This is an optimization exercise on Yosys and OpenROAD, whose aim is small area and a short achievable clock period, not a production implementation.
In this exercise RTL edits were held to simulation tests only and were not proved equivalent to the original.
Power and IR drop assume default switching activity.

==> flow/design.v, too long to show whole: its modules and the start of the top module <==
// module red_ew_alu: 964 lines
module red_ew_alu (
    input  wire        clk,
    input  wire        rst,        
    input  wire        in_valid,
    input  wire [7:0]  op,
    input  wire [23:0] p0,
    input  wire [23:0] p1,
    input  wire [23:0] p2,
    input  wire [23:0] a,
    input  wire        a_ok,
    input  wire [23:0] b,
    input  wire        b_ok,
    input  wire [23:0] c,
    input  wire        c_ok,
    output reg         out_valid,
    output reg  [23:0] y,
    output reg         y_ok,
    output reg         nsat
);
  // ...
==> flow/flow/run.sh <==
#!/bin/bash
set -euo pipefail
DU=$(make -s -C "$FLOW_HOME" DESIGN_CONFIG="$PWD/config.mk" print-DONT_USE_CELLS 2>make_print.log | sed -n 's/^DONT_USE_CELLS: //p')
case "$DU" in
  *sky130_fd_sc_hd__probe_p_8*) ;;
  *) echo "could not read the platform's DONT_USE_CELLS" >&2; exit 1 ;;
esac
DU="$DU sky130_fd_sc_hd__clkdlybuf4s15_1 sky130_fd_sc_hd__clkdlybuf4s15_2 sky130_fd_sc_hd__clkdlybuf4s18_1 sky130_fd_sc_hd__clkdlybuf4s18_2 sky130_fd_sc_hd__clkdlybuf4s25_1 sky130_fd_sc_hd__clkdlybuf4s25_2 sky130_fd_sc_hd__clkdlybuf4s50_1 sky130_fd_sc_hd__clkdlybuf4s50_2"
echo "DONT_USE_CELLS=$DU" > dont_use.txt
bash standard.sh SETUP_SLACK_MARGIN=9.5 "DONT_USE_CELLS=$DU" finish > standard.log 2>&1
==> flow/standard.sh <==
#!/bin/bash
# synth_recipe.tcl (not shown) runs the flow's synth.tcl, then flattens the netlist and writes it again
# the make line also repeats each setting of config.mk as NAME=value (left out here)
make -C /OpenROAD-flow-scripts/flow DESIGN_CONFIG=/design/flow/config.mk WORK_HOME=/design/flow/orfs CLKGATE_MAP_FILE= SYNTH_SCRIPT=/design/flow/synth_recipe.tcl "${@:-finish}"
==> flow/config.mk <==
export PLATFORM = sky130hd
export DESIGN_NAME = red_ew_alu
export DESIGN_NICKNAME = red_ew_alu
export VERILOG_FILES = /design/flow/design.v
export SDC_FILE = /design/flow/constraint.sdc
export NUM_CORES = 4
export LEC_CHECK = 0
export ABC_AREA = 1
export CAP_MARGIN = 20
export CORE_MARGIN = 2
export CORE_UTILIZATION = 40
export CTS_CLUSTER_DIAMETER = 80
export CTS_CLUSTER_SIZE = 20
export SLEW_MARGIN = 20
==> flow/constraint.sdc <==
create_clock -name core_clock -period 13.0 [get_ports {clk}]
set_input_delay 2.6000 -clock core_clock [delete_from_list [all_inputs] [get_ports {clk}]]
set_output_delay 2.6000 -clock core_clock [all_outputs]
set_load 0.01 [all_outputs]
==> run summary, run 1 <==
The logs give 191 uV for the largest vdd supply drop and 30500 um^2 for the post-synth design cell area. The area fraction in and, or, nand and nor cells after synthesis came out at 20.6%. Yosys attributes the largest share of cell area to dfxtp_1 (22%), fa_1 (15%), nand2_1 (12%). The quantity of I/O buffers inserted on ports was 161; the global routing usage on met2 was 45.1%. Delay contributed by the slowest stage of the critical path: 0.33 ns. More flip-flops sit in one register than any other, and that register is tb_2.

After detailed routing, the number of vias per cell comes to 5.61. In this run the most critical hold path is launched from yp_2[20]. The flow ran to the end and the layout has no timing, DRC or antenna violations. In this run the core area contains 101 standard-cell rows.

The share of final layout cell area taken by clock buffers and inverters was 2.51%; the final cycle utilization of the critical path was 28.1%. The initial core utilization was 40.3%; the length of routed met2 wiring was 51000 um. The area growth from synthesis to layout is 25.0%.

STA classifies the critical path endpoint as an output pin. The worst pin sits at a relative slew slack of 24.4%. STA classifies the critical path startpoint as a register. The design has 340 sequential cells. The worst setup path is of the register to output pin kind. The cell internal power dissipation is 5180 uW. The slowest stage of the critical path is the dfxtp_2 cell.

For the pin with the worst max-slew slack, the measured transition is 1.13 ns. The congestion estimate from routability-driven global placement came to 1.00. The routed layout has 30600 vias. Across the whole layout, storage elements make up 18.2% of the cell area. Most common cell in the synthesized netlist: nand2_1. For the count of H-tree levels built during CTS, the log shows 1.
==> inputs of run 2 (changes only) <==
--- a/flow/design.v
+++ b/flow/design.v
@@ -38,67 +38,69 @@
     reg         ok_0;
     always @(*) begin
         ok_0 = a_ok & b_ok;
         if (is_scale | is_abs | is_clamp | is_not)
             ok_0 = a_ok;
         if (is_sel)
             ok_0 = c_ok & (c_nz ? a_ok : b_ok);
         m_0 = (is_scale | is_clamp) ? p0 : is_mul ? b : {{23{is_abs & a[23]}}, 1'b1};
-        yy_0 = (is_scale | is_clamp) ? p1 : (is_mul | is_abs) ? 24'd0 : b;
+        yy_0 = (is_scale | is_clamp) ? p1 : b;
         sh_0 = is_scale ? p2[4:0] : is_mul ? p0[4:0] : 5'd0;
     end
     wire en_0   = is_add | is_sub | is_scale | is_mul | is_abs;   
     wire inv_0  = is_sub;                    
     wire selx_0 = is_sel & c_nz;             
-    wire cl_0   = is_clamp;
-    wire cv_0   = is_min | is_max | is_cmp;  
-    wire bl_0   = is_and | is_or | is_not;   
-    reg  [5:0] ct_0;
-    always @(*) begin
-        ct_0 = 6'd0;
-        if (is_min)      ct_0 = {2'd2, 2'd3, 2'd3};
-        else if (is_max) ct_0 = {2'd3, 2'd2, 2'd2};
-        else if (is_and) ct_0 = 6'b00_1000;
-        else if (is_or)  ct_0 = 6'b00_1110;
-        else if (is_not) ct_0 = 6'b00_0011;
-        else case (p0[2:0])
-            3'd0:    ct_0 = {2'd0, 2'd1, 2'd0};
-            3'd1:    ct_0 = {2'd1, 2'd0, 2'd1};
-            3'd2:    ct_0 = {2'd1, 2'd0, 2'd0};
-            3'd3:    ct_0 = {2'd1, 2'd1, 2'd0};
-            3'd4:    ct_0 = {2'd0, 2'd0, 2'd1};
-            default: ct_0 = {2'd0, 2'd1, 2'd1};
-        endcase
-    end
+    wire yz_0   = is_mul | is_abs;           
+    wire [3:0] opc_0 = opc;                  
+    wire [2:0] rel_0 = p0[2:0];              
     reg  [23:0] x_1;
     reg  [23:0] m_1;
     reg  [23:0] yy_1;
     reg  [4:0] sh_1;
     reg  ok_1;
     reg  en_1;
     reg  inv_1;
+    reg  yz_1;
     reg  selx_1;
-    reg  cl_1;
-    reg  cv_1;
-    reg  bl_1;
-    reg  [5:0] ct_1;
+    reg  [3:0] opc_1;
+    reg  [2:0] rel_1;
     always @(posedge clk) begin
         x_1 <= x_0;
         m_1 <= m_0;
         yy_1 <= yy_0;
         sh_1 <= sh_0;
         ok_1 <= ok_0;
         en_1 <= en_0;
         inv_1 <= inv_0;
+        yz_1 <= yz_0;
         selx_1 <= selx_0;
-        cl_1 <= cl_0;
-        cv_1 <= cv_0;
-        bl_1 <= bl_0;
-        ct_1 <= ct_0;
+        opc_1 <= opc_0;
+        rel_1 <= rel_0;
+    end
+    wire cl_1 = opc_1 == 4'h5;                                     
+    wire cv_1 = (opc_1 == 4'h6) | (opc_1 == 4'h7) | (opc_1 == 4'h9);    
+    wire bl_1 = (opc_1 == 4'hA) | (opc_1 == 4'hB) | (opc_1 == 4'hC);    
+    reg  [5:0] ct_1;
+    always @(*) begin
+        case (opc_1)
+            4'h6:    ct_1 = {2'd2, 2'd3, 2'd3};
+            4'h7:    ct_1 = {2'd3, 2'd2, 2'd2};
+            4'hA:    ct_1 = 6'b00_1000;
+            4'hB:    ct_1 = 6'b00_1110;
+            4'hC:    ct_1 = 6'b00_0011;
+            default: case (rel_1)
+                3'd0:    ct_1 = {2'd0, 2'd1, 2'd0};
+                3'd1:    ct_1 = {2'd1, 2'd0, 2'd1};
+                3'd2:    ct_1 = {2'd1, 2'd0, 2'd0};
+                3'd3:    ct_1 = {2'd1, 2'd1, 2'd0};
+                3'd4:    ct_1 = {2'd0, 2'd0, 2'd1};
+                default: ct_1 = {2'd0, 2'd1, 2'd1};
+            endcase
+        endcase
     end
     wire signed [23:0] xs_1 = x_1;
     wire signed [23:0] ms_1 = m_1;
     wire signed [23:0] ys_1 = yy_1;
     wire lt_lo = xs_1 < ms_1;     
     wire lt_ab = xs_1 < ys_1;     
     wire eq_ab = x_1 == yy_1;
     wire [1:0] cc = lt_ab ? ct_1[5:4] : eq_ab ? ct_1[3:2] : ct_1[1:0];
@@ -109,17 +111,17 @@
             yp_1 = lt_lo ? m_1 : (!lt_ab && !eq_ab) ? yy_1 : x_1;
         else if (cv_1)
             yp_1 = cc[1] ? (cc[0] ? yy_1 : x_1) : {23'd0, cc[0]};
         else if (bl_1)
             yp_1 = {23'd0, bt};
         else if (selx_1)
             yp_1 = x_1;
         else
-            yp_1 = yy_1 ^ {24{inv_1}};
+            yp_1 = (yy_1 & {24{~yz_1}}) ^ {24{inv_1}};
     end
     wire [23:0] xg = x_1 & {24{en_1}};
     wire [24:0] xe = {xg[23], xg};
     wire [11:0] bneg, bone, btwo;
     wire [24:0] pp0;
     assign bneg[0] = m_1[1];
     assign bone[0] = m_1[0] ^ 1'b0;
     assign btwo[0] = (m_1[1] & ~m_1[0] & ~1'b0) | (~m_1[1] & m_1[0] & 1'b0);
==> flow/flow/run.sh (replaced) <==
#!/bin/bash
set -euo pipefail
DU=$(make -s -C "$FLOW_HOME" DESIGN_CONFIG="$PWD/config.mk" print-DONT_USE_CELLS 2>make_print.log | sed -n 's/^DONT_USE_CELLS: //p')
case "$DU" in
  *sky130_fd_sc_hd__probe_p_8*) ;;
  *) echo "could not read the platform's DONT_USE_CELLS" >&2; exit 1 ;;
esac
DU="$DU sky130_fd_sc_hd__clkdlybuf4s15_1 sky130_fd_sc_hd__clkdlybuf4s15_2 sky130_fd_sc_hd__clkdlybuf4s18_1 sky130_fd_sc_hd__clkdlybuf4s18_2 sky130_fd_sc_hd__clkdlybuf4s25_1 sky130_fd_sc_hd__clkdlybuf4s25_2 sky130_fd_sc_hd__clkdlybuf4s50_1 sky130_fd_sc_hd__clkdlybuf4s50_2"
echo "DONT_USE_CELLS=$DU" > dont_use.txt
bash standard.sh SETUP_SLACK_MARGIN=9.25 "DONT_USE_CELLS=$DU" finish > standard.log 2>&1
==> run 2 against run 1 <==
Compared with the run above:
- largest power group unchanged
- critical path type is now register to register
- highest routed layer is now met5
- largest cell class unchanged
- utilization is 4.4 points lower
- design area is 8.0% lower
- non-clock buffer count is 160 lower
- still clean on timing, DRC and antenna
- power is 19% lower
- clock skew is 0.012 ns higher
- critical path depth is 8 higher
- clock-buffer cell count is 4 lower
- sequential cell count is 1 lower
- via count is 4.1% lower
- first-iteration DRC count is 8.5% higher
==> run summary, run 2 <==
The quantity of I/O buffers inserted on ports is 161 (unchanged), and the total of endpoints with negative setup slack in the final report is 0. The count of nets left with antenna violations once routing finished came out at 0. TritonCTS built the clock tree.

The run gives 0.329 ns as the final-layout worst hold slack. The clock period could shrink to 3.74 ns. The register-to-register path setup slack is 9.26 ns, and the number of enable flip-flop cells after synthesis is 0. In the final timing run, aggregate negative setup slack is 0 ns.

The logs give 0 for the quantity of hold-fixing buffers added after cts and 24 for the total CTS buffers. The fmax is 267 MHz. After detailed routing, the number of remaining DRC violations is 0. The share of cells above drive strength 1 came out at 13.1%. The flow ran to the end and the layout has no timing, DRC or antenna violations. Sequential elements use 22.0% of the synthesized area. The routability congestion estimate is 0.962 (-4.1%), and the power per unit of standard cell area is 264 nW/um^2. The synthesized design spends more area on one cell type than any other, namely dfxtp_1.

For the largest buffer count on any clock path, the log shows 3. Setup repair after global routing could not meet its margin everywhere. The post-layout total power is 9240 uW.

The fill cell instance count of the final layout is 7652. Among all flip-flop cells after synthesis, the most frequent one is dfxtp_1. The static power due to leakage was 0.0161 uW; the maximum number of pins on one net before global-route repair was 51. Across the routed clock network, the largest skew measured is 0.0311 ns. The final cycle utilization of the critical path came out at 28.8% (+0.69 points). The worst setup path is captured at a register. For the worst setup path, the data arrival time is 4.18 ns. The final layout contains 4809 nets. The routed design has 109000 um of wire. Counting every sink on the clock net gives 339.

The logs give 2 for the number of antenna violations at the first check in global routing and 79500 um^2 for the total die area. Counting instances in the post-synthesis netlist gives the leading cell types as nand2_1 (937), inv_1 (484), dfxtp_1 (339). The floorplan die width was 282 um; the count of final hold-check violations was 0. The number of different library cells used by synthesis comes to 67.

In the post-synthesis netlist, the biggest area contributors are dfxtp_1 (22%), fa_1 (15%), nand2_1 (11%). The first global-routing pass estimated 163000 um of wire. STA classifies the critical path startpoint as a register. The logs give 22700 um^2 for the footprint of the multi-input gates and 135 uV (-29%) for the largest vdd supply drop. The number of placement rows is 101 (unchanged), and the violation count after the first detailed-route iteration is 3077. The run gives 30900 um^2 (+1.3%) as the post-synth design cell area.

The top cell types in the final layout, fill and taps aside, are nand2_1 (871), inv_1 (469), dfxtp_1 (323). The number of placed I/O pins is 185. The core area was 76200 um^2. The count of H-tree levels built during CTS was 1 (unchanged). The logs give 29400 (-4.1%) for the total number of vias and 6820 um^2 for the register area. Summed over its instances, the top area cell type makes up 22.0% of the synthesized netlist area.

The path class of the tightest hold or removal check is register to register. Yosys instantiated no cell more often than nand2_1. The setup path with the least slack is of type register to register.

The number of antenna diodes in the final layout is 0. Height of the die: 282 um. The worst slew slack as a fraction of its limit is 16.3% (-8.2 points), and the measured slew at the worst slew-check pin is 1.26 ns (+0.122 ns). Counting flops with an async set or reset pin after synthesis yields a share of 0%. The critical-path maximum fanout was 24. The clock transition at the registers of the reported paths came out at 0.09 ns.

The routed via count divided by cell count was 5.54 (-1.3%); the global-route usage over all layers was 26.6%. The run gives 81800 um as the placed wire-length estimate. The most common cell after layout, fill and taps aside is nand2_1.

In the final routed layout, each cell accounts on average for 20.6 um. The total number of yosys warnings came out at 1. The tool flagged a number of max-cap violations equal to 0. The flip-flop count of the largest register after layout is 134, and the minimum setup slack after placement is 7.75 ns. The final global-route overflow total came out at 0. In this run, synthesis produced a sequential element count of 339. The total count of max-transition violations in the final report was 0.

Clock latency on the worst-skew pair, taken at its later pin, is 0.58 ns. Synthesized netlist cell count: 4174. The final standard cell utilization of the core came out at 46.0%. Clock tree synthesis selected as its root buffer the cell clkbuf_16. From synthesis to final layout, the design area changed by 13.4%. The number of global-route vias before repair was 27700; the number of nets in the synthesized netlist was 4714. A synthesized cell averages 7.40 um^2.

The logs give 13.44 ns for the worst endpoint required time and 6 for the number of detailed-routing iterations run before antenna repair. The largest register by flop count is tb_2. The run gives 9.26 ns as the setup slack after layout. The initial core utilization came out at 40.5% (+0.26 points).
[run 2: final timing paths]
| kind | end | from | cells after the start |
|---|---|---|---|
| hold reg to reg | sh_2[0] | sh_1[0] | 0 |
| hold / removal | sh_2[0] | sh_1[0] | 0 |
| setup / recovery | tb_2[73] | en_1 | 9 |
| setup reg to reg | tb_2[73] | en_1 | 9 |
[run 2: per-stage QoR]
step / cells / area [um^2]
2_1_floorplan: 4174 / 30900
3_3_place_gp: 5190 / 32100
3_5_place_dp: 5190 / 32100
4_1_cts: 5268 / 33500
5_1_grt: 5307 / 35000
6_report: 5307 / 35000
[run 2: critical path: stages (launching register included)]
cell and delay, ns:
dfxtp_4 0.45, buf_2 0.19, nand2_2 0.36, o22ai_1 0.34
xor2_1 0.23, fa_1 0.47, fa_1 0.56, inv_1 0.05
fa_1 0.44, fa_1 0.50
[run 2: routing by layer]
metal | track usage, % | vias up | share of wire (%)
met1 | 35.8 | 13800 | 43
met5 | 0 | - | 0.022
met2 | 42.4 | 1375 | 44
met4 | 10.9 | 4 | 4.6
met3 | 4.09 | 324 | 8.2
li1 | - | 13900 | -
[run 2: cells by family (layout without fill, tap and decap cells)]
logic type / after synthesis / after routing / synth area share (%)
compound gates: 770 / 770 / 15.4
fa+ha+maj: 382 / 382 / 21.0
xor+xnor: 334 / 334 / 9.49
simple gates: 1584 / 1588 / 22.4
mux: 5 / 5 / 0.166
buf+inv: 760 / 859 / 9.50
flops: 339 / 339 / 22.0
[run 2: layout make-up]
class / instances / area share [%]
Clock buffer: 24 / 1.71
Sequential cell: 339 / 19.5
Timing Repair inverter: 6 / 0.107
Clock inverter: 10 / 0.386
Multi-Input combinational cell: 3079 / 64.8
Tap cell: 1030 / 3.68
Inverter: 520 / 5.77
Timing Repair Buffer: 299 / 4.13
[run 2: power breakdown]
part	switching (uW)	internal, uW	leakage, uW	total (uW)
clock	387	366	0.000362	754
combinational	4540	2450	0.0129	6990
sequential	172	1320	0.00283	1500
total	5100	4140	0.0161	9240
[run 2: repair_timing]
item,4_1_cts,5_1_grt
cloned,4,7
endpoints found under the setup margin,173,131
pin swaps,7,40
buffers inserted,40,32
resized for setup,164,304

==> separate check: timing with driven ports <==
How much do the figures lean on ideal ports? The routed layouts below were timed once more, with nothing changed but the port constraints.
Step 1 (the two cells are an assumption about what drives the block):
set clk [get_ports {clk}]
set_driving_cell -lib_cell sky130_fd_sc_hd__clkbuf_16 $clk
set_driving_cell -lib_cell sky130_fd_sc_hd__buf_2 [delete_from_list [all_inputs] $clk]
Step 2 also shifts input and output timing later by t, the mid clock arrival at the registers, as if the neighbouring blocks saw the same clock.
Three values: ideal ports, drivers, drivers and shift; two values: the first two.
run	t (ns)	setup WS [ns]	hold slack, ns
run 1	0.661	9.350 / 9.289 / 8.927	0.324 / 0.324 / 0.324
run 2	0.633	9.260 / 9.260 / 8.824	0.329 / 0.329 / 0.329
After both steps setup and hold are still met in every run listed. The setup slack of run 2, which loses most, moves by 0.000 ns with the drivers and by -0.436 ns with both steps.
